From an optimization exercise on the open Yosys and OpenROAD flow, aimed at small area, a short achievable clock period and few clock cycles per item; shortcuts taken in it are not production practice. In this exercise RTL edits were held to simulation tests only and were not proved equivalent to the original.

[design/flow/config.mk]
export PLATFORM = sky130hd
export DESIGN_NAME = aes_cell
export DESIGN_NICKNAME = aes_cell
export VERILOG_FILES = /design/flow/design.v
export SDC_FILE = /design/flow/constraint.sdc
export NUM_CORES = 8
export LEC_CHECK = 0
export CAP_MARGIN = 20
export CORE_MARGIN = 2
export CORE_UTILIZATION = 25
export PLACE_DENSITY = 0.35
export SLEW_MARGIN = 20
[design/flow/constraint.sdc]
create_clock -name core_clock -period 12.0 [get_ports {clk}]
set_input_delay 2.4000 -clock core_clock [delete_from_list [all_inputs] [get_ports {clk}]]
set_output_delay 2.4000 -clock core_clock [all_outputs]
set_load 0.01 [all_outputs]
[design/flow/design.v]
module aes_sbox_a (
    input  wire [7:0]  a,
    output wire [17:0] m      
);
    wire U0, U1, U2, U3, U4, U5, U6, U7;
    wire T1, T2, T3, T4, T5, T6, T7, T8, T9, T10, T11, T12, T13, T14, T15, T16, T17, T18, T19, T20, T21, T22, T23, T24, T25, T26, T27, M1, M2, M3, M4, M5, M6, M7, M8, M9, M10, M11, M12, M13, M14, M15, M16, M17, M18, M19, M20, M21, M22, M23, M24, M25, M26, M27, M28, M29, M30, M31, M32, M33, M34, M35, M36, M37, M38, M39, M40, M41, M42, M43, M44, M45, M46, M47, M48, M49, M50, M51, M52, M53, M54, M55, M56, M57, M58, M59, M60, M61, M62, M63;
    assign {U0, U1, U2, U3, U4, U5, U6, U7} = a;
    assign T1 = U0 ^ U3;
    assign T2 = U0 ^ U5;
    assign T3 = U0 ^ U6;
    assign T4 = U3 ^ U5;
    assign T5 = U4 ^ U6;
    assign T6 = T1 ^ T5;
    assign T7 = U1 ^ U2;
    assign T8 = U7 ^ T6;
    assign T9 = U7 ^ T7;
    assign T10 = T6 ^ T7;
    assign T11 = U1 ^ U5;
    assign T12 = U2 ^ U5;
    assign T13 = T3 ^ T4;
    assign T14 = T6 ^ T11;
    assign T15 = T5 ^ T11;
    assign T16 = T5 ^ T12;
    assign T17 = T9 ^ T16;
    assign T18 = U3 ^ U7;
    assign T19 = T7 ^ T18;
    assign T20 = T1 ^ T19;
    assign T21 = U6 ^ U7;
    assign T22 = T7 ^ T21;
    assign T23 = T2 ^ T22;
    assign T24 = T2 ^ T10;
    assign T25 = T20 ^ T17;
    assign T26 = T3 ^ T16;
    assign T27 = T1 ^ T12;
    assign M1 = T13 & T6;
    assign M2 = T23 & T8;
    assign M3 = T14 ^ M1;
    assign M4 = T19 & U7;
    assign M5 = M4 ^ M1;
    assign M6 = T3 & T16;
    assign M7 = T22 & T9;
    assign M8 = T26 ^ M6;
    assign M9 = T20 & T17;
    assign M10 = M9 ^ M6;
    assign M11 = T1 & T15;
    assign M12 = T4 & T27;
    assign M13 = M12 ^ M11;
    assign M14 = T2 & T10;
    assign M15 = M14 ^ M11;
    assign M16 = M3 ^ M2;
    assign M17 = M5 ^ T24;
    assign M18 = M8 ^ M7;
    assign M19 = M10 ^ M15;
    assign M20 = M16 ^ M13;
    assign M21 = M17 ^ M15;
    assign M22 = M18 ^ M13;
    assign M23 = M19 ^ T25;
    assign M24 = M22 ^ M23;
    assign M25 = M22 & M20;
    assign M26 = M21 ^ M25;
    assign M27 = M20 ^ M21;
    assign M28 = M23 ^ M25;
    assign M29 = M28 & M27;
    assign M30 = M26 & M24;
    assign M31 = M20 & M23;
    assign M32 = M27 & M31;
    assign M33 = M27 ^ M25;
    assign M34 = M21 & M22;
    assign M35 = M24 & M34;
    assign M36 = M24 ^ M25;
    assign M37 = M21 ^ M29;
    assign M38 = M32 ^ M33;
    assign M39 = M23 ^ M30;
    assign M40 = M35 ^ M36;
    assign M41 = M38 ^ M40;
    assign M42 = M37 ^ M39;
    assign M43 = M37 ^ M38;
    assign M44 = M39 ^ M40;
    assign M45 = M42 ^ M41;
    assign M46 = M44 & T6;
    assign M47 = M40 & T8;
    assign M48 = M39 & U7;
    assign M49 = M43 & T16;
    assign M50 = M38 & T9;
    assign M51 = M37 & T17;
    assign M52 = M42 & T15;
    assign M53 = M45 & T27;
    assign M54 = M41 & T10;
    assign M55 = M44 & T13;
    assign M56 = M40 & T23;
    assign M57 = M39 & T19;
    assign M58 = M43 & T3;
    assign M59 = M38 & T22;
    assign M60 = M37 & T20;
    assign M61 = M42 & T1;
    assign M62 = M45 & T4;
    assign M63 = M41 & T2;
    assign m = {M46, M47, M48, M49, M50, M51, M52, M53, M54, M55, M56, M57, M58, M59, M60, M61, M62, M63};
endmodule
module aes_sbox_b (
    input  wire [17:0] m,
    output wire [7:0]  ye
);
    wire M46, M47, M48, M49, M50, M51, M52, M53, M54, M55, M56, M57, M58, M59, M60, M61, M62, M63;
    assign {M46, M47, M48, M49, M50, M51, M52, M53, M54, M55, M56, M57, M58, M59, M60, M61, M62, M63} = m;
    wire L0, L1, L2, L3, L4, L5, L6, L7, L8, L9, L10, L11, L12, L13, L14, L15, L16, L17, L18, L19, L20, L21, L22, L23, L24, L25, L26, L27, L28, L29, S0, S1, S2, S3, S4, S5, S6, S7;
    assign L0 = M61 ^ M62;
    assign L1 = M50 ^ M56;
    assign L2 = M46 ^ M48;
    assign L3 = M47 ^ M55;
    assign L4 = M54 ^ M58;
    assign L5 = M49 ^ M61;
    assign L6 = M62 ^ L5;
    assign L7 = M46 ^ L3;
    assign L8 = M51 ^ M59;
    assign L9 = M52 ^ M53;
    assign L10 = M53 ^ L4;
    assign L11 = M60 ^ L2;
    assign L12 = M48 ^ M51;
    assign L13 = M50 ^ L0;
    assign L14 = M52 ^ M61;
    assign L15 = M55 ^ L1;
    assign L16 = M56 ^ L0;
    assign L17 = M57 ^ L1;
    assign L18 = M58 ^ L8;
    assign L19 = M63 ^ L4;
    assign L20 = L0 ^ L1;
    assign L21 = L1 ^ L7;
    assign L22 = L3 ^ L12;
    assign L23 = L18 ^ L2;
    assign L24 = L15 ^ L9;
    assign L25 = L6 ^ L10;
    assign L26 = L7 ^ L9;
    assign L27 = L8 ^ L10;
    assign L28 = L11 ^ L14;
    assign L29 = L11 ^ L17;
    assign S0 = L6 ^ L24;
    assign S1 = ~(L16 ^ L26);
    assign S2 = ~(L19 ^ L28);
    assign S3 = L6 ^ L21;
    assign S4 = L20 ^ L22;
    assign S5 = L25 ^ L29;
    assign S6 = ~(L13 ^ L27);
    assign S7 = ~(L6 ^ L23);
    assign ye = {S0, S1, S2, S3, S4, S5, S6, S7};
endmodule
module aes_sbox_bd (
    input  wire [17:0] m,
    output wire [7:0]  ye,
    output wire [7:0]  yd
);
    wire M46, M47, M48, M49, M50, M51, M52, M53, M54, M55, M56, M57, M58, M59, M60, M61, M62, M63;
    assign {M46, M47, M48, M49, M50, M51, M52, M53, M54, M55, M56, M57, M58, M59, M60, M61, M62, M63} = m;
    wire L0, L1, L2, L3, L4, L5, L6, L7, L8, L9, L10, L11, L12, L13, L14, L15, L16, L17, L18, L19, L20, L21, L22, L23, L24, L25, L26, L27, L28, L29, S0, S1, S2, S3, S4, S5, S6, S7;
    assign L0 = M61 ^ M62;
    assign L1 = M50 ^ M56;
    assign L2 = M46 ^ M48;
    assign L3 = M47 ^ M55;
    assign L4 = M54 ^ M58;
    assign L5 = M49 ^ M61;
    assign L6 = M62 ^ L5;
    assign L7 = M46 ^ L3;
    assign L8 = M51 ^ M59;
    assign L9 = M52 ^ M53;
    assign L10 = M53 ^ L4;
    assign L11 = M60 ^ L2;
    assign L12 = M48 ^ M51;
    assign L13 = M50 ^ L0;
    assign L14 = M52 ^ M61;
    assign L15 = M55 ^ L1;
    assign L16 = M56 ^ L0;
    assign L17 = M57 ^ L1;
    assign L18 = M58 ^ L8;
    assign L19 = M63 ^ L4;
    assign L20 = L0 ^ L1;
    assign L21 = L1 ^ L7;
    assign L22 = L3 ^ L12;
    assign L23 = L18 ^ L2;
    assign L24 = L15 ^ L9;
    assign L25 = L6 ^ L10;
    assign L26 = L7 ^ L9;
    assign L27 = L8 ^ L10;
    assign L28 = L11 ^ L14;
    assign L29 = L11 ^ L17;
    assign S0 = L6 ^ L24;
    assign S1 = ~(L16 ^ L26);
    assign S2 = ~(L19 ^ L28);
    assign S3 = L6 ^ L21;
    assign S4 = L20 ^ L22;
    assign S5 = L25 ^ L29;
    assign S6 = ~(L13 ^ L27);
    assign S7 = ~(L6 ^ L23);
    assign ye = {S0, S1, S2, S3, S4, S5, S6, S7};
    assign yd[7] = M49 ^ M51 ^ M52 ^ M54 ^ M58 ^ M59 ^ M61 ^ M62;
    assign yd[6] = M47 ^ M48 ^ M49 ^ M50 ^ M52 ^ M54 ^ M55 ^ M56 ^ M59 ^ M60 ^ M61 ^ M63;
    assign yd[5] = M47 ^ M48 ^ M49 ^ M50 ^ M52 ^ M54 ^ M56 ^ M57 ^ M58 ^ M60 ^ M61 ^ M62;
    assign yd[4] = M46 ^ M48 ^ M52 ^ M54 ^ M58 ^ M59 ^ M61 ^ M62;
    assign yd[3] = M46 ^ M48 ^ M50 ^ M51 ^ M52 ^ M53 ^ M56 ^ M57 ^ M58 ^ M59 ^ M61 ^ M63;
    assign yd[2] = M46 ^ M47 ^ M50 ^ M51 ^ M52 ^ M54 ^ M58 ^ M59 ^ M61 ^ M62;
    assign yd[1] = M49 ^ M50 ^ M52 ^ M53 ^ M58 ^ M59 ^ M61 ^ M62;
    assign yd[0] = M55 ^ M57 ^ M61 ^ M63;
endmodule
module aes_ain (
    input  wire [7:0] a,
    output wire [7:0] y
);
    assign y[7] = a[6] ^ a[4] ^ a[1];
    assign y[6] = a[5] ^ a[3] ^ a[0];
    assign y[5] = a[7] ^ a[4] ^ a[2];
    assign y[4] = a[6] ^ a[3] ^ a[1];
    assign y[3] = a[5] ^ a[2] ^ a[0];
    assign y[2] = ~(a[7] ^ a[4] ^ a[1]);
    assign y[1] = a[6] ^ a[3] ^ a[0];
    assign y[0] = ~(a[7] ^ a[5] ^ a[2]);
endmodule
module aes_mc (input wire [31:0] a, output wire [31:0] y);
    wire t0, t1, t2, t3, t4, t5, t6, t7, t8, t9, t10, t11, t12, t13, t14, t15, t16, t17, t18, t19, t20, t21, t22, t23, t24, t25, t26, t27, t28, t29, t30, t31, t32, t33, t34, t35, t36, t37, t38, t39, t40, t41, t42, t43, t44, t45, t46, t47, t48, t49, t50, t51, t52, t53, t54, t55, t56, t57, t58, t59, t60, t61, t62, t63, t64, t65, t66, t67, t68, t69, t70, t71, t72, t73, t74, t75, t76, t77, t78, t79, t80, t81, t82, t83, t84, t85, t86, t87, t88, t89, t90, t91, t92, t93, t94, t95, t96, t97, t98, t99, t100, t101, t102, t103, t104, t105, t106, t107;
    assign t0 = a[31] ^ a[7];
    assign t1 = a[15] ^ a[23];
    assign t2 = a[15] ^ a[7];
    assign t3 = a[23] ^ a[31];
    assign t4 = a[16] ^ a[24];
    assign t5 = a[17] ^ a[25];
    assign t6 = a[10] ^ a[18];
    assign t7 = a[11] ^ a[19];
    assign t8 = a[2] ^ a[26];
    assign t9 = a[12] ^ a[20];
    assign t10 = a[27] ^ a[3];
    assign t11 = a[13] ^ a[21];
    assign t12 = a[28] ^ a[4];
    assign t13 = a[14] ^ a[22];
    assign t14 = a[29] ^ a[5];
    assign t15 = a[30] ^ a[6];
    assign t16 = a[0] ^ a[8];
    assign t17 = a[1] ^ a[9];
    assign t18 = a[8] ^ t0;
    assign t19 = t4 ^ t18;
    assign t20 = a[0] ^ a[24];
    assign t21 = a[9] ^ t0;
    assign t22 = t20 ^ t5;
    assign t23 = t21 ^ t22;
    assign t24 = a[1] ^ a[25];
    assign t25 = a[26] ^ t24;
    assign t26 = t6 ^ t25;
    assign t27 = a[27] ^ t0;
    assign t28 = t7 ^ t8;
    assign t29 = t27 ^ t28;
    assign t30 = a[28] ^ t0;
    assign t31 = t10 ^ t9;
    assign t32 = t30 ^ t31;
    assign t33 = a[29] ^ t11;
    assign t34 = t12 ^ t33;
    assign t35 = a[30] ^ t13;
    assign t36 = t14 ^ t35;
    assign t37 = a[31] ^ t1;
    assign t38 = t15 ^ t37;
    assign t39 = a[0] ^ t2;
    assign t40 = t4 ^ t39;
    assign t41 = a[1] ^ t16;
    assign t42 = t2 ^ t5;
    assign t43 = t41 ^ t42;
    assign t44 = a[18] ^ t17;
    assign t45 = t8 ^ t44;
    assign t46 = a[10] ^ a[19];
    assign t47 = a[2] ^ t10;
    assign t48 = t2 ^ t46;
    assign t49 = t47 ^ t48;
    assign t50 = a[11] ^ a[20];
    assign t51 = a[3] ^ t12;
    assign t52 = t2 ^ t50;
    assign t53 = t51 ^ t52;
    assign t54 = a[12] ^ a[21];
    assign t55 = a[4] ^ t14;
    assign t56 = t54 ^ t55;
    assign t57 = a[13] ^ a[22];
    assign t58 = a[5] ^ t15;
    assign t59 = t57 ^ t58;
    assign t60 = a[14] ^ a[23];
    assign t61 = a[6] ^ t0;
    assign t62 = t60 ^ t61;
    assign t63 = a[24] ^ t1;
    assign t64 = t16 ^ t63;
    assign t65 = a[16] ^ a[25];
    assign t66 = a[8] ^ t1;
    assign t67 = t17 ^ t65;
    assign t68 = t66 ^ t67;
    assign t69 = a[10] ^ a[17];
    assign t70 = a[9] ^ t69;
    assign t71 = t8 ^ t70;
    assign t72 = a[11] ^ t1;
    assign t73 = t10 ^ t6;
    assign t74 = t72 ^ t73;
    assign t75 = a[12] ^ t1;
    assign t76 = t12 ^ t7;
    assign t77 = t75 ^ t76;
    assign t78 = a[13] ^ t14;
    assign t79 = t9 ^ t78;
    assign t80 = a[14] ^ t11;
    assign t81 = t15 ^ t80;
    assign t82 = a[15] ^ t0;
    assign t83 = t13 ^ t82;
    assign t84 = a[16] ^ t16;
    assign t85 = t3 ^ t84;
    assign t86 = a[17] ^ t17;
    assign t87 = t3 ^ t4;
    assign t88 = t86 ^ t87;
    assign t89 = a[2] ^ t5;
    assign t90 = t6 ^ t89;
    assign t91 = a[18] ^ a[26];
    assign t92 = a[3] ^ t3;
    assign t93 = t7 ^ t91;
    assign t94 = t92 ^ t93;
    assign t95 = a[19] ^ a[27];
    assign t96 = a[4] ^ t3;
    assign t97 = t9 ^ t95;
    assign t98 = t96 ^ t97;
    assign t99 = a[20] ^ a[28];
    assign t100 = a[5] ^ t11;
    assign t101 = t99 ^ t100;
    assign t102 = a[21] ^ a[29];
    assign t103 = a[6] ^ t102;
    assign t104 = t13 ^ t103;
    assign t105 = a[22] ^ a[30];
    assign t106 = a[7] ^ t1;
    assign t107 = t105 ^ t106;
    assign y[0] = t19;
    assign y[1] = t23;
    assign y[2] = t26;
    assign y[3] = t29;
    assign y[4] = t32;
    assign y[5] = t34;
    assign y[6] = t36;
    assign y[7] = t38;
    assign y[8] = t40;
    assign y[9] = t43;
    assign y[10] = t45;
    assign y[11] = t49;
    assign y[12] = t53;
    assign y[13] = t56;
    assign y[14] = t59;
    assign y[15] = t62;
    assign y[16] = t64;
    assign y[17] = t68;
    assign y[18] = t71;
    assign y[19] = t74;
    assign y[20] = t77;
    assign y[21] = t79;
    assign y[22] = t81;
    assign y[23] = t83;
    assign y[24] = t85;
    assign y[25] = t88;
    assign y[26] = t90;
    assign y[27] = t94;
    assign y[28] = t98;
    assign y[29] = t101;
    assign y[30] = t104;
    assign y[31] = t107;
endmodule
module aes_imc_ain (input wire [31:0] a, output wire [31:0] y);
    wire t0, t1, t2, t3, t4, t5, t6, t7, t8, t9, t10, t11, t12, t13, t14, t15, t16, t17, t18, t19, t20, t21, t22, t23, t24, t25, t26, t27, t28, t29, t30, t31, t32, t33, t34, t35, t36, t37, t38, t39, t40, t41, t42, t43, t44, t45, t46, t47, t48, t49, t50, t51, t52, t53, t54, t55, t56, t57, t58, t59, t60, t61, t62, t63, t64, t65, t66, t67, t68, t69, t70, t71, t72, t73, t74, t75, t76, t77, t78, t79, t80, t81, t82, t83, t84, t85, t86, t87, t88, t89, t90, t91, t92, t93, t94, t95, t96, t97, t98, t99, t100, t101, t102, t103, t104, t105, t106, t107, t108, t109, t110, t111, t112, t113, t114, t115, t116, t117, t118, t119, t120, t121, t122, t123, t124, t125, t126, t127, t128, t129, t130, t131, t132, t133, t134, t135, t136, t137, t138, t139, t140, t141, t142, t143, t144, t145, t146, t147, t148, t149, t150, t151, t152, t153, t154, t155, t156, t157, t158, t159, t160, t161, t162, t163, t164, t165, t166, t167, t168, t169, t170, t171, t172, t173, t174, t175, t176, t177, t178, t179, t180, t181, t182, t183, t184, t185, t186, t187, t188, t189, t190, t191, t192, t193, t194, t195, t196, t197, t198, t199, t200, t201, t202, t203, t204, t205, t206, t207, t208, t209, t210, t211, t212, t213, t214, t215, t216, t217, t218, t219, t220, t221, t222, t223, t224, t225, t226, t227, t228, t229, t230, t231, t232, t233;
    assign t0 = a[2] ^ a[5];
    assign t1 = a[26] ^ a[29];
    assign t2 = a[18] ^ a[21];
    assign t3 = a[10] ^ a[13];
    assign t4 = a[15] ^ a[31];
    assign t5 = a[3] ^ a[6];
    assign t6 = a[27] ^ a[30];
    assign t7 = a[19] ^ a[22];
    assign t8 = a[23] ^ a[7];
    assign t9 = a[11] ^ a[14];
    assign t10 = a[16] ^ a[20];
    assign t11 = a[0] ^ a[4];
    assign t12 = a[24] ^ a[28];
    assign t13 = a[12] ^ a[8];
    assign t14 = a[1] ^ t0;
    assign t15 = a[25] ^ t1;
    assign t16 = a[9] ^ t3;
    assign t17 = a[17] ^ t2;
    assign t18 = t4 ^ t5;
    assign t19 = t6 ^ t8;
    assign t20 = t11 ^ t7;
    assign t21 = t12 ^ t9;
    assign t22 = a[12] ^ t14;
    assign t23 = a[20] ^ t16;
    assign t24 = t10 ^ t17;
    assign t25 = a[25] ^ a[30];
    assign t26 = a[17] ^ a[22];
    assign t27 = t11 ^ t6;
    assign t28 = t20 ^ t4;
    assign t29 = t21 ^ t8;
    assign t30 = a[1] ^ a[6];
    assign t31 = a[11] ^ t13;
    assign t32 = t13 ^ t5;
    assign t33 = a[4] ^ t15;
    assign t34 = a[9] ^ t2;
    assign t35 = t7 ^ t9;
    assign t36 = a[14] ^ t12;
    assign t37 = a[0] ^ a[19];
    assign t38 = a[13] ^ a[29];
    assign t39 = t10 ^ t18;
    assign t40 = a[14] ^ a[3];
    assign t41 = t1 ^ t26;
    assign t42 = a[23] ^ a[24];
    assign t43 = a[25] ^ a[8];
    assign t44 = t43 ^ t5;
    assign t45 = t14 ^ t44;
    assign t46 = t1 ^ t10;
    assign t47 = t16 ^ t27;
    assign t48 = a[1] ^ a[28];
    assign t49 = t3 ^ t9;
    assign t50 = a[21] ^ a[5];
    assign t51 = a[27] ^ a[8];
    assign t52 = a[22] ^ a[6];
    assign t53 = t0 ^ t25;
    assign t54 = a[0] ^ a[31];
    assign t55 = a[15] ^ a[16];
    assign t56 = a[16] ^ a[9];
    assign t57 = t17 ^ t32;
    assign t58 = a[5] ^ t13;
    assign t59 = a[6] ^ t19;
    assign t60 = t12 ^ t7;
    assign t61 = a[23] ^ t25;
    assign t62 = t37 ^ t38;
    assign t63 = t61 ^ t62;
    assign t64 = t22 ^ t39;
    assign t65 = t63 ^ t64;
    assign t66 = a[20] ^ a[30];
    assign t67 = t11 ^ t40;
    assign t68 = t66 ^ t14;
    assign t69 = t41 ^ t67;
    assign t70 = t68 ^ t69;
    assign t71 = t2 ^ t42;
    assign t72 = t14 ^ t18;
    assign t73 = t27 ^ t71;
    assign t74 = t72 ^ t73;
    assign t75 = a[31] ^ a[7];
    assign t76 = t12 ^ t75;
    assign t77 = t20 ^ t76;
    assign t78 = t45 ^ t77;
    assign t79 = a[4] ^ a[9];
    assign t80 = t79 ^ t8;
    assign t81 = t46 ^ t80;
    assign t82 = t45 ^ t81;
    assign t83 = a[16] ^ a[2];
    assign t84 = a[3] ^ a[31];
    assign t85 = t83 ^ t84;
    assign t86 = t41 ^ t85;
    assign t87 = t47 ^ t86;
    assign t88 = a[22] ^ a[29];
    assign t89 = t11 ^ t48;
    assign t90 = t5 ^ t88;
    assign t91 = t17 ^ t19;
    assign t92 = t49 ^ t89;
    assign t93 = t90 ^ t91;
    assign t94 = t92 ^ t93;
    assign t95 = a[18] ^ a[29];
    assign t96 = a[30] ^ t95;
    assign t97 = t96 ^ t22;
    assign t98 = t28 ^ t29;
    assign t99 = t97 ^ t98;
    assign t100 = a[31] ^ t30;
    assign t101 = t50 ^ t51;
    assign t102 = t100 ^ t101;
    assign t103 = t102 ^ t23;
    assign t104 = t29 ^ t103;
    assign t105 = a[28] ^ t52;
    assign t106 = t105 ^ t16;
    assign t107 = t31 ^ t53;
    assign t108 = t106 ^ t107;
    assign t109 = t1 ^ t54;
    assign t110 = t8 ^ t9;
    assign t111 = t109 ^ t110;
    assign t112 = t16 ^ t32;
    assign t113 = t111 ^ t112;
    assign t114 = a[1] ^ a[7];
    assign t115 = t114 ^ t13;
    assign t116 = t55 ^ t9;
    assign t117 = t115 ^ t116;
    assign t118 = t117 ^ t47;
    assign t119 = a[12] ^ a[17];
    assign t120 = t119 ^ t3;
    assign t121 = t4 ^ t56;
    assign t122 = t120 ^ t121;
    assign t123 = t14 ^ t21;
    assign t124 = t122 ^ t123;
    assign t125 = a[10] ^ a[11];
    assign t126 = a[24] ^ a[7];
    assign t127 = t125 ^ t126;
    assign t128 = t127 ^ t53;
    assign t129 = t128 ^ t57;
    assign t130 = a[30] ^ t18;
    assign t131 = t34 ^ t35;
    assign t132 = t58 ^ t130;
    assign t133 = t131 ^ t33;
    assign t134 = t132 ^ t133;
    assign t135 = a[26] ^ t58;
    assign t136 = t135 ^ t23;
    assign t137 = t28 ^ t59;
    assign t138 = t136 ^ t137;
    assign t139 = a[28] ^ a[7];
    assign t140 = t139 ^ t38;
    assign t141 = t40 ^ t56;
    assign t142 = t140 ^ t141;
    assign t143 = t17 ^ t142;
    assign t144 = t28 ^ t143;
    assign t145 = a[14] ^ a[19];
    assign t146 = a[30] ^ a[4];
    assign t147 = t145 ^ t146;
    assign t148 = t3 ^ t30;
    assign t149 = t147 ^ t148;
    assign t150 = t149 ^ t24;
    assign t151 = a[7] ^ a[8];
    assign t152 = t0 ^ t10;
    assign t153 = t151 ^ t4;
    assign t154 = t152 ^ t153;
    assign t155 = t17 ^ t35;
    assign t156 = t154 ^ t155;
    assign t157 = a[15] ^ a[9];
    assign t158 = t10 ^ t157;
    assign t159 = t42 ^ t7;
    assign t160 = t158 ^ t159;
    assign t161 = t160 ^ t57;
    assign t162 = a[17] ^ a[20];
    assign t163 = a[24] ^ a[25];
    assign t164 = t162 ^ t163;
    assign t165 = t2 ^ t8;
    assign t166 = t16 ^ t164;
    assign t167 = t165 ^ t20;
    assign t168 = t166 ^ t167;
    assign t169 = a[15] ^ a[18];
    assign t170 = t10 ^ t169;
    assign t171 = t30 ^ t37;
    assign t172 = t15 ^ t170;
    assign t173 = t171 ^ t49;
    assign t174 = t172 ^ t173;
    assign t175 = a[13] ^ a[17];
    assign t176 = t175 ^ t35;
    assign t177 = t46 ^ t176;
    assign t178 = t22 ^ t59;
    assign t179 = t177 ^ t178;
    assign t180 = a[13] ^ a[14];
    assign t181 = a[2] ^ a[28];
    assign t182 = t13 ^ t180;
    assign t183 = t181 ^ t18;
    assign t184 = t182 ^ t19;
    assign t185 = t183 ^ t184;
    assign t186 = t24 ^ t185;
    assign t187 = a[15] ^ a[24];
    assign t188 = t187 ^ t26;
    assign t189 = t50 ^ t188;
    assign t190 = t19 ^ t31;
    assign t191 = t189 ^ t190;
    assign t192 = t33 ^ t191;
    assign t193 = a[12] ^ a[27];
    assign t194 = t193 ^ t52;
    assign t195 = t15 ^ t194;
    assign t196 = t34 ^ t36;
    assign t197 = t195 ^ t196;
    assign t198 = t3 ^ t55;
    assign t199 = t15 ^ t19;
    assign t200 = t198 ^ t60;
    assign t201 = t199 ^ t200;
    assign t202 = a[17] ^ a[23];
    assign t203 = t10 ^ t202;
    assign t204 = t54 ^ t6;
    assign t205 = t15 ^ t203;
    assign t206 = t204 ^ t21;
    assign t207 = t205 ^ t206;
    assign t208 = a[0] ^ a[17];
    assign t209 = t13 ^ t2;
    assign t210 = t208 ^ t4;
    assign t211 = t48 ^ t6;
    assign t212 = t15 ^ t209;
    assign t213 = t210 ^ t211;
    assign t214 = t212 ^ t213;
    assign t215 = a[14] ^ a[23];
    assign t216 = a[26] ^ a[9];
    assign t217 = t2 ^ t215;
    assign t218 = t216 ^ t51;
    assign t219 = t14 ^ t217;
    assign t220 = t218 ^ t60;
    assign t221 = t219 ^ t220;
    assign t222 = a[21] ^ a[25];
    assign t223 = t0 ^ t222;
    assign t224 = t6 ^ t7;
    assign t225 = t18 ^ t223;
    assign t226 = t224 ^ t36;
    assign t227 = t225 ^ t226;
    assign t228 = t23 ^ t227;
    assign t229 = a[10] ^ a[21];
    assign t230 = a[22] ^ t229;
    assign t231 = t230 ^ t29;
    assign t232 = t33 ^ t39;
    assign t233 = t231 ^ t232;
    assign y[0] = ~t65;
    assign y[1] = t70;
    assign y[2] = ~t74;
    assign y[3] = t78;
    assign y[4] = t82;
    assign y[5] = t87;
    assign y[6] = t94;
    assign y[7] = t99;
    assign y[8] = ~t104;
    assign y[9] = t108;
    assign y[10] = ~t113;
    assign y[11] = t118;
    assign y[12] = t124;
    assign y[13] = t129;
    assign y[14] = t134;
    assign y[15] = t138;
    assign y[16] = ~t144;
    assign y[17] = t150;
    assign y[18] = ~t156;
    assign y[19] = t161;
    assign y[20] = t168;
    assign y[21] = t174;
    assign y[22] = t179;
    assign y[23] = t186;
    assign y[24] = ~t192;
    assign y[25] = t197;
    assign y[26] = ~t201;
    assign y[27] = t207;
    assign y[28] = t214;
    assign y[29] = t221;
    assign y[30] = t228;
    assign y[31] = t233;
endmodule
module aes_sbox_bk (
    input  wire [17:0] m,      
    input  wire [7:0]  k,
    output wire [7:0]  ye,
    output wire [7:0]  ydk
);
    wire M46, M47, M48, M49, M50, M51, M52, M53, M54, M55, M56, M57, M58, M59, M60, M61, M62, M63;
    assign {M46, M47, M48, M49, M50, M51, M52, M53, M54, M55, M56, M57, M58, M59, M60, M61, M62, M63} = m;
    wire L0, L1, L2, L3, L4, L5, L6, L7, L8, L9, L10, L11, L12, L13, L14, L15, L16, L17, L18, L19, L20, L21, L22, L23, L24, L25, L26, L27, L28, L29, S0, S1, S2, S3, S4, S5, S6, S7;
    assign L0 = M61 ^ M62;
    assign L1 = M50 ^ M56;
    assign L2 = M46 ^ M48;
    assign L3 = M47 ^ M55;
    assign L4 = M54 ^ M58;
    assign L5 = M49 ^ M61;
    assign L6 = M62 ^ L5;
    assign L7 = M46 ^ L3;
    assign L8 = M51 ^ M59;
    assign L9 = M52 ^ M53;
    assign L10 = M53 ^ L4;
    assign L11 = M60 ^ L2;
    assign L12 = M48 ^ M51;
    assign L13 = M50 ^ L0;
    assign L14 = M52 ^ M61;
    assign L15 = M55 ^ L1;
    assign L16 = M56 ^ L0;
    assign L17 = M57 ^ L1;
    assign L18 = M58 ^ L8;
    assign L19 = M63 ^ L4;
    assign L20 = L0 ^ L1;
    assign L21 = L1 ^ L7;
    assign L22 = L3 ^ L12;
    assign L23 = L18 ^ L2;
    assign L24 = L15 ^ L9;
    assign L25 = L6 ^ L10;
    assign L26 = L7 ^ L9;
    assign L27 = L8 ^ L10;
    assign L28 = L11 ^ L14;
    assign L29 = L11 ^ L17;
    assign S0 = L6 ^ L24;
    assign S1 = ~(L16 ^ L26);
    assign S2 = ~(L19 ^ L28);
    assign S3 = L6 ^ L21;
    assign S4 = L20 ^ L22;
    assign S5 = L25 ^ L29;
    assign S6 = ~(L13 ^ L27);
    assign S7 = ~(L6 ^ L23);
    assign ye = {S0, S1, S2, S3, S4, S5, S6, S7};
    wire q0, q1, q2, q3, q4, q5, q6, q7, q8, q9, q10, q11, q12, q13, q14, q15, q16, q17, q18, q19, q20, q21, q22, q23, q24, q25, q26, q27, q28, q29, q30, q31, q32, q33, q34, q35, q36, q37, q38, q39, q40, q41, q42, q43, q44, q45, q46;
    assign q0 = M52 ^ M61;
    assign q1 = M58 ^ q0;
    assign q2 = M59 ^ q1;
    assign q3 = M54 ^ M62;
    assign q4 = M47 ^ M50;
    assign q5 = M48 ^ M56;
    assign q6 = M49 ^ q3;
    assign q7 = M55 ^ M63;
    assign q8 = M59 ^ q5;
    assign q9 = M60 ^ q4;
    assign q10 = M46 ^ q3;
    assign q11 = M50 ^ M53;
    assign q12 = k[7] ^ M51;
    assign q13 = q12 ^ q6;
    assign q14 = q13 ^ q2;
    assign q15 = k[6] ^ M49;
    assign q16 = M54 ^ q0;
    assign q17 = q15 ^ q7;
    assign q18 = q16 ^ q17;
    assign q19 = q8 ^ q9;
    assign q20 = q18 ^ q19;
    assign q21 = k[5] ^ M57;
    assign q22 = q21 ^ q5;
    assign q23 = q1 ^ q22;
    assign q24 = q6 ^ q9;
    assign q25 = q23 ^ q24;
    assign q26 = k[4] ^ M48;
    assign q27 = q26 ^ q10;
    assign q28 = q2 ^ q27;
    assign q29 = k[3] ^ M46;
    assign q30 = M51 ^ M57;
    assign q31 = M63 ^ q11;
    assign q32 = q29 ^ q30;
    assign q33 = q1 ^ q31;
    assign q34 = q32 ^ q8;
    assign q35 = q33 ^ q34;
    assign q36 = k[2] ^ M51;
    assign q37 = q36 ^ q4;
    assign q38 = q10 ^ q37;
    assign q39 = q2 ^ q38;
    assign q40 = k[1] ^ M49;
    assign q41 = M62 ^ q11;
    assign q42 = q40 ^ q41;
    assign q43 = q2 ^ q42;
    assign q44 = k[0] ^ M57;
    assign q45 = M61 ^ q44;
    assign q46 = q7 ^ q45;
    assign ydk[7] = q14;
    assign ydk[6] = q20;
    assign ydk[5] = q25;
    assign ydk[4] = q28;
    assign ydk[3] = q35;
    assign ydk[2] = q39;
    assign ydk[1] = q43;
    assign ydk[0] = q46;
endmodule
module aes_cell (
    input  wire         clk,
    input  wire         rst,           
    input  wire         in_valid,
    output wire         in_ready,
    input  wire         in_decrypt,    
    input  wire         in_key256,     
    input  wire [255:0] in_key,
    input  wire [127:0] in_block,
    output wire         out_valid,
    output wire [127:0] out_block
);
    function [7:0] xt;
        input [7:0] a;
        xt = {a[6:0], 1'b0} ^ (a[7] ? 8'h1b : 8'h00);
    endfunction
    function [7:0] xtinv;       
        input [7:0] a;
        xtinv = a[0] ? ({1'b1, a[7:1]} ^ 8'h0d) : {1'b0, a[7:1]};
    endfunction
    function [31:0] mixcol;
        input [31:0] c;
        reg [7:0] a0, a1, a2, a3, t;
        begin
            {a0, a1, a2, a3} = c;
            t = a0 ^ a1 ^ a2 ^ a3;
            mixcol = {a0 ^ t ^ xt(a0 ^ a1),
                      a1 ^ t ^ xt(a1 ^ a2),
                      a2 ^ t ^ xt(a2 ^ a3),
                      a3 ^ t ^ xt(a3 ^ a0)};
        end
    endfunction
    function [31:0] invmixcol;
        input [31:0] c;
        reg [7:0] a0, a1, a2, a3, s, s8, u, v;
        begin
            {a0, a1, a2, a3} = c;
            s  = a0 ^ a1 ^ a2 ^ a3;
            s8 = xt(xt(xt(s)));
            u  = xt(xt(a0 ^ a2));
            v  = xt(xt(a1 ^ a3));
            invmixcol = {a0 ^ s ^ s8 ^ u ^ xt(a0 ^ a1),
                         a1 ^ s ^ s8 ^ v ^ xt(a1 ^ a2),
                         a2 ^ s ^ s8 ^ u ^ xt(a2 ^ a3),
                         a3 ^ s ^ s8 ^ v ^ xt(a3 ^ a0)};
        end
    endfunction
    function [127:0] shiftrows;
        input [127:0] s;
        integer i;
        begin
            for (i = 0; i < 16; i = i + 1)
                shiftrows[127 - 8 * i -: 8] = s[127 - 8 * ((i % 4) + 4 * (((i / 4) + (i % 4)) % 4)) -: 8];
        end
    endfunction
    function [127:0] invshiftrows;
        input [127:0] s;
        integer i;
        begin
            for (i = 0; i < 16; i = i + 1)
                invshiftrows[127 - 8 * i -: 8] = s[127 - 8 * ((i % 4) + 4 * (((i / 4) + 4 - (i % 4)) % 4)) -: 8];
        end
    endfunction
    reg  [127:0] q_st;
    reg  [255:0] q_kw;
    reg  [31:0]  q_ks;
    reg          q_busy, q_dec, q_k256, q_pre, q_par;
    reg  [3:0]   q_cnt;
    reg  [7:0]   q_rc;
    reg  [1:0]   q_tag;
    reg  [287:0] p_m;           
    reg  [71:0]  p_km;          
    reg  [255:0] p_kw;
    reg          p_busy, p_dec, p_k256, p_pre, p_par;
    reg  [3:0]   p_cnt;
    reg  [7:0]   p_rc;
    reg  [1:0]   p_tag;
    reg  [127:0] rb0, rb1, rb2;
    reg  [2:0]   rb_v;
    reg  [1:0]   rd_tag, wr_tag;
    reg  [1:0]   n_open;        
    genvar g;
    wire [287:0] m1;
    wire [71:0]  km1;
    wire [127:0] x1 = q_st ^ (q_dec ? 128'h0 : shiftrows(q_kw[255:128]));
    generate
        for (g = 0; g < 16; g = g + 1) begin : g_s1
            aes_sbox_a u_sa (.a(x1[127 - 8 * g -: 8]), .m(m1[287 - 18 * g -: 18]));
        end
        for (g = 0; g < 4; g = g + 1) begin : g_k1
            aes_sbox_a u_ka (.a(q_ks[31 - 8 * g -: 8]), .m(km1[71 - 18 * g -: 18]));
        end
    endgenerate
    always @(posedge clk) begin
        p_m    <= {m1[287:128], q_pre ? q_st : m1[127:0]};
        p_km   <= km1;
        p_kw   <= q_kw;
        p_dec  <= q_dec;
        p_k256 <= q_k256;
        p_pre  <= q_pre;
        p_par  <= q_par;
        p_cnt  <= q_cnt;
        p_rc   <= q_rc;
        p_tag  <= q_tag;
    end
    wire [127:0] sbe;           
    wire [127:0] dk;            
    wire [31:0]  ks_sub;
    generate
        for (g = 0; g < 16; g = g + 1) begin : g_s2
            aes_sbox_bk u_sb (.m(p_m[287 - 18 * g -: 18]), .k(p_kw[255 - 8 * g -: 8]),
                              .ye(sbe[127 - 8 * g -: 8]), .ydk(dk[127 - 8 * g -: 8]));
        end
        for (g = 0; g < 4; g = g + 1) begin : g_k2
            aes_sbox_b u_kb (.m(p_km[71 - 18 * g -: 18]), .ye(ks_sub[31 - 8 * g -: 8]));
        end
    endgenerate
    wire [31:0] h0 = p_kw[255:224], h1 = p_kw[223:192], h2 = p_kw[191:160], h3 = p_kw[159:128];
    wire [31:0] l0 = p_kw[127:96],  l1 = p_kw[95:64],   l2 = p_kw[63:32],   l3 = p_kw[31:0];
    wire [31:0] ks_t = p_par ? {ks_sub[23:16] ^ p_rc, ks_sub[15:0], ks_sub[31:24]} : ks_sub;
    wire [31:0] h01 = h0 ^ h1, h012 = h01 ^ h2, h0123 = h012 ^ h3;
    wire [127:0] kf = {h0 ^ ks_t, h01 ^ ks_t, h012 ^ ks_t, h0123 ^ ks_t};
    wire [127:0] kb = {l0 ^ ks_t, l1 ^ l0, l2 ^ l1, l3 ^ l2};
    wire [127:0] mc, dnext_s;
    generate
        for (g = 0; g < 4; g = g + 1) begin : g_mix
            aes_mc      u_mc  (.a(sbe[127 - 32 * g -: 32]), .y(mc[127 - 32 * g -: 32]));
            aes_imc_ain u_imc (.a(dk[127 - 32 * g -: 32]),  .y(dnext_s[127 - 32 * g -: 32]));
        end
    endgenerate
    wire [127:0] dnext    = invshiftrows(dnext_s);
    wire [127:0] dfirst_s = invshiftrows(p_m[127:0] ^ kf);
    wire [127:0] dfirst;
    generate
        for (g = 0; g < 16; g = g + 1) begin : g_ain
            aes_ain u_ain (.a(dfirst_s[127 - 8 * g -: 8]), .y(dfirst[127 - 8 * g -: 8]));
        end
    endgenerate
    wire last    = (p_cnt == (p_k256 ? 4'd14 : 4'd10));
    wire lastpre = (p_cnt == (p_k256 ? 4'd13 : 4'd10));
    wire fin     = p_busy && !p_pre && last;    
    reg    rdy;
    assign in_ready = rdy;      
    wire   accept   = in_ready && in_valid;
    wire   q_last   = (q_cnt == (q_k256 ? 4'd14 : 4'd10));
    always @(posedge clk) begin
        if (in_ready) begin
            q_st   <= in_decrypt ? in_block : shiftrows(in_block);
            q_kw   <= {in_key[255:128], in_key256 ? in_key[127:0] : in_key[255:128]};
            q_ks   <= in_key256 ? in_key[31:0] : in_key[159:128];
            q_dec  <= in_decrypt;
            q_k256 <= in_key256;
            q_pre  <= in_decrypt;
            q_par  <= 1'b1;
            q_cnt  <= 4'd1;
            q_rc   <= 8'h01;
            q_tag  <= wr_tag;
        end else begin
            q_dec  <= p_dec;
            q_k256 <= p_k256;
            q_tag  <= p_tag;
            q_cnt  <= p_cnt + 4'd1;
            q_par  <= p_k256 ? !p_par : p_par;
            q_pre  <= p_pre;
            q_rc   <= p_rc;
            q_kw   <= p_kw;
            q_st   <= p_m[127:0];
            if (p_pre) begin
                if (p_k256)
                    q_kw <= {p_kw[127:0], kf};
                else if (!lastpre)
                    q_kw <= {kf, kf};
                if (lastpre) begin
                    q_st  <= dfirst;
                    q_pre <= 1'b0;
                    q_cnt <= 4'd1;
                    q_par <= 1'b1;
                    q_ks  <= p_k256 ? l3 : (l3 ^ l2);
                    if (!p_k256) q_rc <= xtinv(p_rc);
                end else begin
                    q_ks  <= kf[31:0];
                    if (p_par) q_rc <= xt(p_rc);
                end
            end else if (p_dec) begin
                q_kw <= p_k256 ? {kb, p_kw[255:128]} : {kb, kb};
                q_ks <= p_k256 ? (l3 ^ l2) : (l3 ^ l1);
                if (p_par) q_rc <= xtinv(p_rc);
                q_st <= dnext;
            end else begin
                q_kw <= p_k256 ? {p_kw[127:0], kf} : {kf, kf};
                q_ks <= kf[31:0];
                if (p_par) q_rc <= xt(p_rc);
                q_st <= shiftrows(mc);
            end
        end
    end
    wire [127:0] res = p_dec ? dk : (sbe ^ (p_k256 ? p_kw[127:0] : kf));
    always @(posedge clk) begin
        if (fin && p_tag == 2'd0) rb0 <= res;
        if (fin && p_tag == 2'd1) rb1 <= res;
        if (fin && p_tag == 2'd2) rb2 <= res;
    end
    reg  [2:0]   rd1h;          
    assign out_valid = |(rb_v & rd1h);
    assign out_block = ({128{rd1h[0]}} & rb0) | ({128{rd1h[1]}} & rb1) | ({128{rd1h[2]}} & rb2);
    wire [1:0]   n_open_nx = n_open + (accept ? 2'd1 : 2'd0) - (out_valid ? 2'd1 : 2'd0);
    function [1:0] inc3;
        input [1:0] t;
        inc3 = (t == 2'd2) ? 2'd0 : t + 2'd1;
    endfunction
    always @(posedge clk) begin
        if (rst) begin
            q_busy <= 1'b0;
            p_busy <= 1'b0;
            rb_v   <= 3'b000;
            rd_tag <= 2'd0;
            rd1h   <= 3'b001;
            rdy    <= 1'b1;
            wr_tag <= 2'd0;
            n_open <= 2'd0;
        end else begin
            p_busy <= q_busy;
            q_busy <= in_ready ? in_valid : (p_busy && !fin);
            if (accept) wr_tag <= inc3(wr_tag);
            if (out_valid) begin
                rd_tag <= inc3(rd_tag);
                rd1h   <= {rd1h[1:0], rd1h[2]};
            end
            n_open <= n_open_nx;
            rdy    <= (!q_busy || (!q_pre && q_last)) && (n_open_nx != 2'd3);
            rb_v <= (rb_v & ~((out_valid ? 3'b001 : 3'b000) << rd_tag))
                         | ((fin ? 3'b001 : 3'b000) << p_tag);
        end
    end
endmodule
[design/flow/flow/run.sh]
#!/bin/bash
# Own layout flow: the standard ORFS flow, except that synthesis maps the
# combinational logic with the ABC script in flow/abc.script instead of ORFS's.
# Everything else (registers, flattening, renaming, floorplan, placement,
# CTS, routing) is the standard flow.
set -euo pipefail
W=$PWD
cat > "$W/own_synth.tcl" <<EOF2
proc abc {args} {
  set i [lsearch -exact \$args -script]
  if {\$i >= 0} { set args [lreplace \$args [expr {\$i + 1}] [expr {\$i + 1}] $W/flow/abc.script] }
  puts "own_synth: abc with \$args"
  yosys abc {*}\$args
}
source $W/synth_recipe.tcl
EOF2
sed "s#SYNTH_SCRIPT=[^ ]*#SYNTH_SCRIPT=$W/own_synth.tcl#" standard.sh > own_standard.sh
grep -q "own_synth.tcl" own_standard.sh
bash own_standard.sh > "$W/flow_make.log" 2>&1
[design/flow/flow/abc.script]
strash
dch
map -a
[design/flow/standard.sh]
#!/bin/bash
# synth_recipe.tcl (not shown) runs the flow's synth.tcl, then flattens the netlist and writes it again
# the make line also repeats each setting of config.mk as NAME=value (left out here)
make -C /OpenROAD-flow-scripts/flow DESIGN_CONFIG=/design/flow/config.mk WORK_HOME=/design/flow/orfs CLKGATE_MAP_FILE= SYNTH_SCRIPT=/design/flow/synth_recipe.tcl "${@:-finish}"
==> summary.log, run 1 <==
[worst_setup_path] cells along the critical path xnor2_1, xor2_1, xor2_1, xnor2_1, or2_2, o21ai_1, clkinv_1, or2_2, nand2_1, xor2_1, xor2_1, xor2_1, xor2_1, o22ai_1, o21ai_0, o21ai_0
[sta] final sum of negative setup slack 0 ns
[clock_tree] cts repair resizes 0
[clock_tree] CTS tree yes
[worst_setup_path] R2R setup slack 5.45 ns
[floorplan] site row count 239
[final_layout] Util after Layout 30.2%
[sta] count of endpoints failing setup in the final report 0
[final_layout] non-filler cells in the finished layout 20800
[worst_setup_path] Worst setup EP type flop
[sta] fin crit share 54.6%
[synthesis] syn nets 14300
[routing] # DRC 0
[global_route] global-route usage over all layers 30.7%
[clock_tree] maximum level of the CTS H-tree 4
[synthesis] area share of the largest cell type after synthesis 20.4%
[sta] Hold Slack 0.302 ns
[worst_setup_path] critical path arrival 7.39 ns
[clock_tree] Worst-path clk slew 0.07 ns
[placement] number of port buffers 518
[worst_setup_path] critical path required time 12.84 ns
[floorplan] x dimension of the die 656 um
[run_status] outcome finished clean
[synthesis] async set-or-reset flop fraction in the synthesized netlist 0%
[synthesis] average instance area after synthesis 7.67 um2
[worst_hold_path] path type of the worst min-delay path flop to flop
[clock_tree] TritonCTS buffer count 196
[final_layout] count of fill cells added during filler insertion 46200
[synthesis] Unique masters post-synth 43
[synthesis] cell count after synthesis 13900
[synthesis] sequential-to-total area share from yosys stat 31.2%
[final_layout] number of nets in the layout 15300
[synthesis] synthesis-stage register bit count 1467
[synthesis] synth top area cells dfxtp_1, xor2_1, xnor2_1
[clock_tree] Post-CTS Setup Bufs 0
[routing] violation count after the first detailed-routing iteration 11800
[synthesis] leading post-synthesis cells by instance count nand2_1, xor2_1, xnor2_1, o21ai_0, clkinv_1
[floorplan] die height 656 um
[floorplan] initial standard-cell utilization of the core 25.1%
[routing] total wire length 688000 um
[global_route] vias in the first global route 98200
[sta] total count of max-transition violations in the final report 0
[final_layout] Area growth, synth to finish 20.5%
[final_layout] layout cell share with drive strength beyond 1 6.66%
[clock_tree] total number of clock tree sinks 1467
[floorplan] die outline area 431000 um2
[routing] length of the first detailed-routing pass in iterations 6
[synthesis] number of enable flip-flop cells after synthesis 384
[global_route] global-route wire length before repair 904000 um
[sta] final critical path time including I/O delays and setup 6.55 ns
[worst_setup_path] CP max stage cell xor2_1
[sta] Slew headroom 7.63%
[worst_setup_path] depth of the worst register-to-register path 16
[sta] slew at the pin with the worst max-slew slack 1.38 ns
[sta] achievable frequency 153 MHz
[synthesis] count leader, synth nand2_1
[worst_hold_path] critical hold path startpoint q_kw[22]
[job] number of max-capacitance violations reported 0
[synthesis] synthesized area 106000 um2
[worst_setup_path] Crit path largest cell delay 0.69 ns
[worst_setup_path] destination of the worst register-to-register timing path q_st[36]
[clock_tree] clock latency (worst-skew pair) 0.96 ns
[clock_tree] CTS Buffer Depth 4
[worst_setup_path] highest fanout seen on the critical path 5
[placement] Final GP Congestion 1.04
[synthesis] area leader, netlist dfxtp_1
[routing] drt wl/cell 33.1 um
[clock_tree] Clk Tree Root Cell clkbuf_16
[sta] setup skew after layout 0.0752 ns
[routing] final antenna-violating net count 0
[sta] Final Hold Viols 0
[routing] via count 105000
[global_route] number of antenna violations at the first check in global routing 64
[synthesis] count of warnings emitted by yosys 1
[floorplan] area of the core region 424000 um2
[sta] RSZ-0062 raised after global routing no
[clock_tree] cts-stage hold buffer count 0
[worst_setup_path] most common cell type on the critical path xor2_1
[global_route] global route overflow 0
[floorplan] top-level I/O count 519
[worst_setup_path] launch instance of the worst register-to-register path p_km[56]
[worst_setup_path] destination of the critical timing path q_st[36]
[placement] sum of net half-perimeters after detailed placement 558000 um
[worst_setup_path] worst setup path start p_km[56]
[routing] via/cell ratio 5.04
[worst_setup_path] Worst setup SP type flop
[global_route] largest net degree at the start of global routing 138
[worst_setup_path] Setup Crit Path Kind flop to flop
[placement] Placed Instances 20400
[synthesis] commonest register cell after synthesis dfxtp_1
-- worst max-delay path, delay by kind of cell (launching register included) --
family                    cells  cell delay [ns]
and+or+nand+nor               3             1.06
AOI/OAI and AO/OA             4             1.15
xor gates and xnor gates      8             3.60
buffers and inverters         1             0.27
DFF                           1             0.33
-- how the worst min path moves through the flow --
stage               cells after the start  slack [ns]       end
global placement                        0        0.31  p_kw[74]
CTS                                     0        0.32   p_kw[9]
floorplan                               0        0.31   p_kw[0]
finish                                  0        0.30  p_kw[22]
global route                            0        0.32   p_kw[9]
detailed placement                      0        0.31  p_kw[44]
-- stage by stage --
stage	setup slack (ns)	area [um2]
after global placement	5.44	122000
after CTS	5.62	128000
final	5.45	128000
after global routing	5.34	128000
after floorplan	-6.59	106000
after detailed placement	5.63	122000
-- area by class of cell --
type	instances	area, um2	area share (%)
Timing Repair Buffer	846	7760	6.05
Multi-Input combinational cell	11200	68900	53.8
Clock buffer	273	5640	4.40
Tap cell	5663	7090	5.53
Clock inverter	90	865	0.675
Inverter	1204	4590	3.58
Antenna cell	21	52.6	0.0410
Sequential cell	1467	33200	25.9
-- placed cells by master (no fill, tap or decap), types with 262 or more instances in the layout --
cell type	synthesis	layout
xor2_1	2320	2310
clkdlybuf4s50_1	0	516
a21oi_1	825	825
dfxtp_1	1083	1074
nand2_1	2553	2550
edfxtp_1	384	384
nand3_1	296	296
buf_4	0	316
o21ai_0	1291	1264
nor2_1	1136	1128
or2_2	272	272
clkinv_1	1204	1200
xnor2_1	1492	1478
o22ai_1	262	262
-- layer usage --
| layer | part of all wire, % | vias to the layer above | wire length [um] | GRT usage [%] |
|---|---|---|---|---|
| li1 | - | 48200 | - | - |
| met1 | 44 | 51200 | 304000 | 41.6 |
| met2 | 43 | 4375 | 297000 | 47.3 |
| met3 | 6.2 | 896 | 42300 | 3.91 |
| met4 | 6.4 | 22 | 44300 | 16.5 |
| met5 | 0.021 | - | 147 | 0 |
-- kinds of logic (layout without fill, tap and decap cells) --
kind of cell               after synthesis  after routing  synth area share (%)
DFF                                   1467           1467                  31.2
adders and majority gates               44             44                 0.518
xor gates and xnor gates              3812           3812                  31.4
and+or+nand+nor                       4301           4301                  16.2
buffers and inverters                 1204           2413                  4.25
AOI/OAI and AO/OA                     3041           3041                  16.4
muxes                                    3              3                0.0282
other                                    0             21                     0
-- state kept, by name, indices dropped and copies added, names as in the netlist, 3 cells and up --
signal	cells
rd1h	3
rb2	128
rb_v	3
p_rc	8
p_kw	256
p_cnt	4
rb0	128
q_kw	256
q_cnt	4
p_m	288
q_rc	8
rb1	128
q_st	128
p_km	72
q_ks	32
Testbench counts, summed over its fixed seeds: cycles 48,025, items 3,200.
==> inputs of run 2 (changes only) <==
==> design/flow/flow/run.sh (replaced) <==
#!/bin/bash
# Own layout flow: the standard ORFS flow, except that
#  - synthesis maps the combinational logic with the ABC script in
#    flow/abc.script instead of ORFS's, and
#  - repair_timing aims for the setup margin in flow/margin.txt (ns below the
#    12 ns clock), so that the design is sized for a shorter achieved period.
# The clock period, SDC and everything else are the standard flow's.
set -euo pipefail
W=$PWD
MARGIN=$(cat "$W/flow/margin.txt")
cat > "$W/own_synth.tcl" <<EOF2
proc abc {args} {
  set i [lsearch -exact \$args -script]
  if {\$i >= 0} { set args [lreplace \$args [expr {\$i + 1}] [expr {\$i + 1}] $W/flow/abc.script] }
  puts "own_synth: abc with \$args"
  yosys abc {*}\$args
}
source $W/synth_recipe.tcl
EOF2
sed "s#SYNTH_SCRIPT=[^ ]*#SYNTH_SCRIPT=$W/own_synth.tcl#" standard.sh > own_standard.sh
grep -q "own_synth.tcl" own_standard.sh
bash own_standard.sh SETUP_SLACK_MARGIN=$MARGIN finish > "$W/flow_make.log" 2>&1
==> design/flow/flow/margin.txt (new file) <==
6.0
==> summary.log, run 2 <==
[run_status] outcome finished clean
[sta] total count of max-transition violations in the final report 0
[routing] # DRC 0
[routing] final antenna-violating net count 0
[global_route] global route overflow 0
[synthesis] commonest register cell after synthesis dfxtp_1
[worst_setup_path] CP max stage cell a21oi_1
[synthesis] area share of the largest cell type after synthesis 20.4%
[sta] Slew headroom 15.4%
[final_layout] commonest non-fill, non-tap cells in the layout nand2_1, xor2_1, xnor2_1
[synthesis] cell count after synthesis 13900
[clock_tree] CTS tree yes
[global_route] vias in the first global route 98200
[routing] length of the first detailed-routing pass in iterations 6
[routing] via count 105000
[sta] count of endpoints failing setup in the final report 0
[clock_tree] maximum level of the CTS H-tree 4
[global_route] global-route usage over all layers 30.7%
[placement] number of port buffers 518
[floorplan] site row count 239
[sta] post-route setup slack 6.03 ns
[synthesis] async set-or-reset flop fraction in the synthesized netlist 0%
[synthesis] leading post-synthesis cells by instance count nand2_1, xor2_1, xnor2_1, o21ai_0, clkinv_1
[final_layout] Largest register FFs 288
[worst_setup_path] worst path bufs/invs 3
[worst_setup_path] CP delay by family, top XOR/XNOR gates
[sta] slew at the pin with the worst max-slew slack 1.26 ns
[worst_setup_path] highest fanout seen on the critical path 7
[final_layout] Largest regs p_m x288, p_kw x256, q_kw x256
[clock_tree] cts-stage hold buffer count 0
[synthesis] Unique masters post-synth 43
[global_route] global-route wire length before repair 904000 um
[floorplan] top-level I/O count 519
[floorplan] die outline area 431000 um2
[synthesis] area leader, netlist dfxtp_1
[clock_tree] total number of clock tree sinks 1467
[clock_tree] Worst-path clk slew 0.06 ns
[sta] achievable frequency 168 MHz
[global_route] most congested layer reported by global routing met2
[synthesis] count of warnings emitted by yosys 1
[synthesis] synthesis-stage register bit count 1467
[synthesis] synthesized area 106000 um2
[final_layout] Util after Layout 30.3%
[floorplan] die height 656 um
[final_layout] Top reg by flops p_m
[worst_setup_path] Crit path largest cell delay 0.76 ns
[sta] Final Hold Viols 0
[worst_setup_path] cells along the critical path buf_4, clkinv_1, nand2_1, nand2_1, xnor2_1, xnor2_1, or2_2, nand2_1, clkinv_1, nand2_1, nand2_1, xnor2_1, xor2_1, xnor2_1, xnor2_1, nand2_1, a21oi_1, a221oi_1, o22ai_1
[global_route] number of antenna violations at the first check in global routing 67
[placement] Final GP Congestion 1.04
[final_layout] Area growth, synth to finish 20.5%
[routing] via/cell ratio 5.06
[final_layout] count of fill cells added during filler insertion 46200
[synthesis] sequential-to-total area share from yosys stat 31.2%
[sta] setup skew after layout 0.0790 ns
[floorplan] area of the core region 424000 um2
[synthesis] syn nets 14300
[final_layout] layout cell share with drive strength beyond 1 6.72%
[clock_tree] Clk Tree Root Cell clkbuf_16
[routing] violation count after the first detailed-routing iteration 12000
[final_layout] most common cell after layout, fill and taps aside nand2_1
[synthesis] number of enable flip-flop cells after synthesis 384
[clock_tree] clock latency (worst-skew pair) 0.97 ns
[routing] total wire length 688000 um
[job] number of max-capacitance violations reported 0
[worst_setup_path] Worst setup SP type flop
[global_route] GRT met1 Usage 41.5%
[sta] fin crit share 49.7%
[worst_setup_path] Worst setup EP type flop
[worst_setup_path] Setup Crit Path Kind flop to flop
[final_layout] number of nets in the layout 15300
[clock_tree] Post-CTS Setup Bufs 0
[global_route] global routing met3 resource utilization 3.92%
[placement] Cell Area, Placed 122000 um2
[routing] drt wl/cell 33.1 um
[worst_setup_path] critical path arrival 6.83 ns
[clock_tree] TritonCTS buffer count 196
[placement] sum of net half-perimeters after detailed placement 558000 um
[worst_hold_path] path type of the worst min-delay path flop to flop
[global_route] met2 usage 47.3%
[sta] final critical path time including I/O delays and setup 5.97 ns
[clock_tree] CTS Buffer Depth 4
[final_layout] area of all placed cells without fillers 128000 um2
[synthesis] average instance area after synthesis 7.67 um2
[worst_setup_path] most common cell type on the critical path nand2_1
[synthesis] count leader, synth nand2_1
[placement] worst slack at placement 5.63 ns
[global_route] largest net degree at the start of global routing 138
[floorplan] initial standard-cell utilization of the core 25.1%
[synthesis] synth top area cells dfxtp_1, xor2_1, xnor2_1
[worst_setup_path] critical path required time 12.86 ns
[sta] RSZ-0062 raised after global routing yes
[floorplan] x dimension of the die 656 um
run 2: changes by cell type in the layout (fill, tap and decap cells not counted), sizes merged:
| cell | previous run | this run |
|---|---|---|
| diode | 21 | 17 |
run 2: routing by layer:
| metal | vias up | wire, um |
|---|---|---|
| li1 | 48200 | - |
| met1 | 51400 | 303000 |
| met2 | 4499 | 297000 |
| met3 | 900 | 43900 |
| met4 | 24 | 44000 |
| met5 | - | 158 |
run 2: area by class of cell:
type                    count  area, um2  area share, %
diodes                     17       42.5         0.0332
inverters                1204       4590           3.58
multi-input cells       11200      69000           53.8
clock inverters            90        865          0.674
well taps                5663       7090           5.53
clock buffers             273       5640           4.40
repair buffers            846       7780           6.07
flip-flops and latches   1467      33200           25.9
run 2: stage by stage:
step | instances | TNS, ns | hold WS (ns)
final | 20800 | 0 | 0.305
after global routing | 20700 | 0 | 0.317
after CTS | 20700 | 0 | 0.316
after detailed placement | 20400 | 0 | 0.312
after global placement | 20400 | 0 | 0.310
after floorplan | 13900 | -1786.78 | 0.310
run 2: cell families (layout without fill, tap and decap cells):
kind of cell	after synthesis	count (layout)	share of synthesized area, %
compound gates	3041	3041	16.4
xor+xnor	3812	3812	31.4
simple gates	4301	4301	16.2
flops	1467	1467	31.2
fa+ha+maj	44	44	0.518
other cells	0	17	0
mux	3	3	0.0282
buf+inv	1204	2413	4.25
run 2: worst paths after layout:
check	slack, ns	cells after the start	startpoint	end
setup / recovery	6.03	19	p_m[54]	q_st[118]
hold / removal	0.30	0	q_kw[22]	p_kw[22]
setup reg to reg	6.03	19	p_m[54]	q_st[118]
hold reg to reg	0.30	0	q_kw[22]	p_kw[22]
run 2: what timing repair did:
item,in CTS,in global routing
hold endpoints to repair,0,0
endpoints found under the setup margin,20,23
pin swaps,0,0
resized for setup,6,9
==> inputs of run 3 (changes only) <==
==> design/flow/flow/margin.txt (replaced) <==
6.5
==> summary.log, run 3 <==
[synthesis] number of enable flip-flop cells after synthesis 384
[placement] sum of net half-perimeters after detailed placement 558000 um
[routing] # DRC 0
[synthesis] count leader, synth nand2_1
[routing] total wire length 690000 um
[synthesis] area leader, netlist dfxtp_1
[final_layout] Top reg by flops p_m
[synthesis] synthesized area 106000 um2
[synthesis] Unique masters post-synth 43
[floorplan] top-level I/O count 519
[floorplan] area of the core region 424000 um2
[final_layout] Area growth, synth to finish 21.1%
[final_layout] most common cell after layout, fill and taps aside nand2_1
[synthesis] synthesis-stage register bit count 1467
[sta] Slew headroom 8.49%
[global_route] global-route wire length before repair 907000 um
[job] number of max-capacitance violations reported 0
[sta] final critical path time including I/O delays and setup 5.56 ns
[worst_setup_path] highest fanout seen on the critical path 6
[global_route] number of antenna violations at the first check in global routing 69
[sta] RSZ-0062 raised after global routing yes
[worst_setup_path] most common cell type on the critical path nand2_1
[clock_tree] CTS Buffer Depth 4
[final_layout] Largest register FFs 288
[final_layout] footprint of the multi-input gates 69300 um2
[sta] slew at the pin with the worst max-slew slack 1.37 ns
[synthesis] count of warnings emitted by yosys 1
[worst_setup_path] cells along the critical path xnor2_1, or2_2, nand2_1, clkinv_1, nand3_1, nand2_1, or2_2, nand2_1, clkinv_1, nand3_1, nand2_1, xnor2_1, xor2_1, nor2_1, o22ai_1, a22oi_1, a31oi_1
[worst_setup_path] Setup Crit Path Kind flop to flop
[clock_tree] total number of clock tree sinks 1467
[synthesis] average instance area after synthesis 7.67 um2
[routing] final antenna-violating net count 0
[synthesis] sequential-to-total area share from yosys stat 31.2%
[synthesis] cell count after synthesis 13900
[synthesis] synth top area cells dfxtp_1, xor2_1, xnor2_1
[sta] post-route setup slack 6.44 ns
[final_layout] area occupied by registers 33200 um2
[sta] achievable frequency 180 MHz
[worst_setup_path] critical path required time 12.84 ns
[clock_tree] CTS tree yes
[sta] count of endpoints failing setup in the final report 0
[synthesis] leading post-synthesis cells by instance count nand2_1, xor2_1, xnor2_1, o21ai_0, clkinv_1
[routing] via count 105000
[worst_hold_path] path type of the worst min-delay path flop to flop
[sta] total count of max-transition violations in the final report 0
[worst_setup_path] CP max stage cell o22ai_1
[floorplan] die outline area 431000 um2
[clock_tree] Worst-path clk slew 0.06 ns
[worst_setup_path] Worst setup EP type flop
[clock_tree] maximum level of the CTS H-tree 4
[worst_setup_path] R2R setup slack 6.44 ns
[floorplan] x dimension of the die 656 um
[placement] Final GP Congestion 1.04
[floorplan] site row count 239
[synthesis] async set-or-reset flop fraction in the synthesized netlist 0%
[final_layout] commonest non-fill, non-tap cells in the layout nand2_1, xor2_1, xnor2_1
[final_layout] count of fill cells added during filler insertion 46200
[floorplan] die height 656 um
[routing] violation count after the first detailed-routing iteration 12200
[clock_tree] Clk Tree Root Cell clkbuf_16
[final_layout] Largest regs p_m x288, p_kw x256, q_kw x256
[global_route] largest net degree at the start of global routing 138
[synthesis] syn nets 14300
[clock_tree] TritonCTS buffer count 196
[synthesis] commonest register cell after synthesis dfxtp_1
[global_route] vias in the first global route 98300
[sta] setup skew after layout 0.0767 ns
[final_layout] layout cell share with drive strength beyond 1 7.10%
[worst_setup_path] critical path arrival 6.40 ns
[routing] drt wl/cell 33.2 um
[floorplan] initial standard-cell utilization of the core 25.1%
[placement] number of port buffers 518
[global_route] global route overflow 0
[routing] length of the first detailed-routing pass in iterations 6
[placement] worst slack at placement 5.63 ns
[global_route] global-route usage over all layers 30.8%
[sta] Final Hold Viols 0
[worst_setup_path] Crit path largest cell delay 0.88 ns
[sta] fin crit share 46.4%
[routing] via/cell ratio 5.04
[final_layout] number of nets in the layout 15400
[worst_setup_path] Worst setup SP type flop
[synthesis] area share of the largest cell type after synthesis 20.4%
[run_status] outcome finished clean
[clock_tree] clock latency (worst-skew pair) 0.97 ns
==> run 3: changes by cell type in the layout (fill, tap and decap cells not counted), sizes merged <==
cell,before,now
buf,329,339
diode,17,24
bufbuf,0,2
bufinv,9,10
inv,20,19
==> run 3: final cells by class <==
class                      instances  share of cell area [%]
multi-input combinational      11200                    53.8
sequential                      1467                    25.8
timing repair buffer             858                    6.26
tap                             5663                    5.50
clock buffer                     273                    4.38
inverter                        1204                    3.58
clock inverter                    90                   0.671
antenna                           24                  0.0466
==> run 3: critical path: cells and delay by family (launching register included) <==
kind / cells / cell delay [ns]
AND/OR/NAND/NOR: 9 / 2.19
buffers and inverters: 2 / 0.32
XOR/XNOR: 3 / 1.09
flip-flops: 1 / 0.43
AO/OA/AOI/OAI: 3 / 1.41
==> run 3: path summary, 6_finish.rpt <==
| check | cells past startpoint | startpoint | endpoint |
|---|---|---|---|
| setup / recovery | 17 | p_m[193] | q_st[93] |
| hold reg to reg | 0 | q_kw[22] | p_kw[22] |
| hold / removal | 0 | q_kw[22] | p_kw[22] |
| setup reg to reg | 17 | p_m[193] | q_st[93] |
==> run 3: layer usage <==
| metal | wire length [um] | GRT usage (%) | vias to the layer above | part of all wire, % |
|---|---|---|---|---|
| li1 | - | - | 48200 | - |
| met1 | 306000 | 41.9 | 51300 | 44 |
| met2 | 299000 | 47.9 | 4445 | 43 |
| met3 | 42100 | 3.63 | 877 | 6.1 |
| met4 | 42900 | 15.8 | 14 | 6.2 |
| met5 | 122 | 0 | - | 0.018 |
==> run 3: repair_timing <==
item / CTS / global route
hold buffers: 0 / 0
buffers inserted: 9 / 1
setup endpoints to repair: 126 / 133
gates resized for setup: 44 / 60
pin swaps: 1 / 2
endpoints found under the hold margin: 0 / 0
gates cloned: 2 / 0
==> run 3: logic make-up after synthesis <==
logic type / Yosys count / share of synthesized area [%]
muxes: 3 / 0.0282
and+or+nand+nor: 4301 / 16.2
AOI/OAI and AO/OA: 3041 / 16.4
xor gates and xnor gates: 3812 / 31.4
adders and majority gates: 44 / 0.518
buffers and inverters: 1204 / 4.25
DFF: 1467 / 31.2
==> run 3: per-stage QoR <==
stage	hold WS, ns	TNS, ns	instances	instance area, um2	util [%]
global placement	0.310	0	20400	122000	28.7
CTS	0.316	0	20800	128000	30.3
global route	0.317	0	20800	129000	30.4
detailed placement	0.312	0	20400	122000	28.7
floorplan	0.310	-1786.78	13900	106000	-
finish	0.299	0	20800	129000	30.4

==> port drivers added, routing unchanged <==
The results above use ideal ports. As a check the final layouts listed here were re-extracted and re-timed, cells and wires unchanged.
Step 1, drivers: a clkbuf_16 drives clk and a buf_2 each remaining input, both assumed.
Step 2 moves the port delays by t, midway between the first and last clock arrival at a register: inputs arrive t later, outputs are due t later. That takes back most of the time a late clock gives input paths.
Slacks: ideal / step 1 / step 2; pairs: ideal / step 1.
| run | shift t [ns] | slack for setup (ns) | cell pins on the clock port's net |
|---|---|---|---|
| run 1 | 1.042 | 5.450 / 5.450 / 5.450 | 1 |
| run 2 | 1.055 | 6.031 / 6.024 / 6.031 | 1 |
| run 3 | 1.063 | 6.438 / 6.438 / 6.438 | 1 |
After both steps every run listed still meets setup and hold.
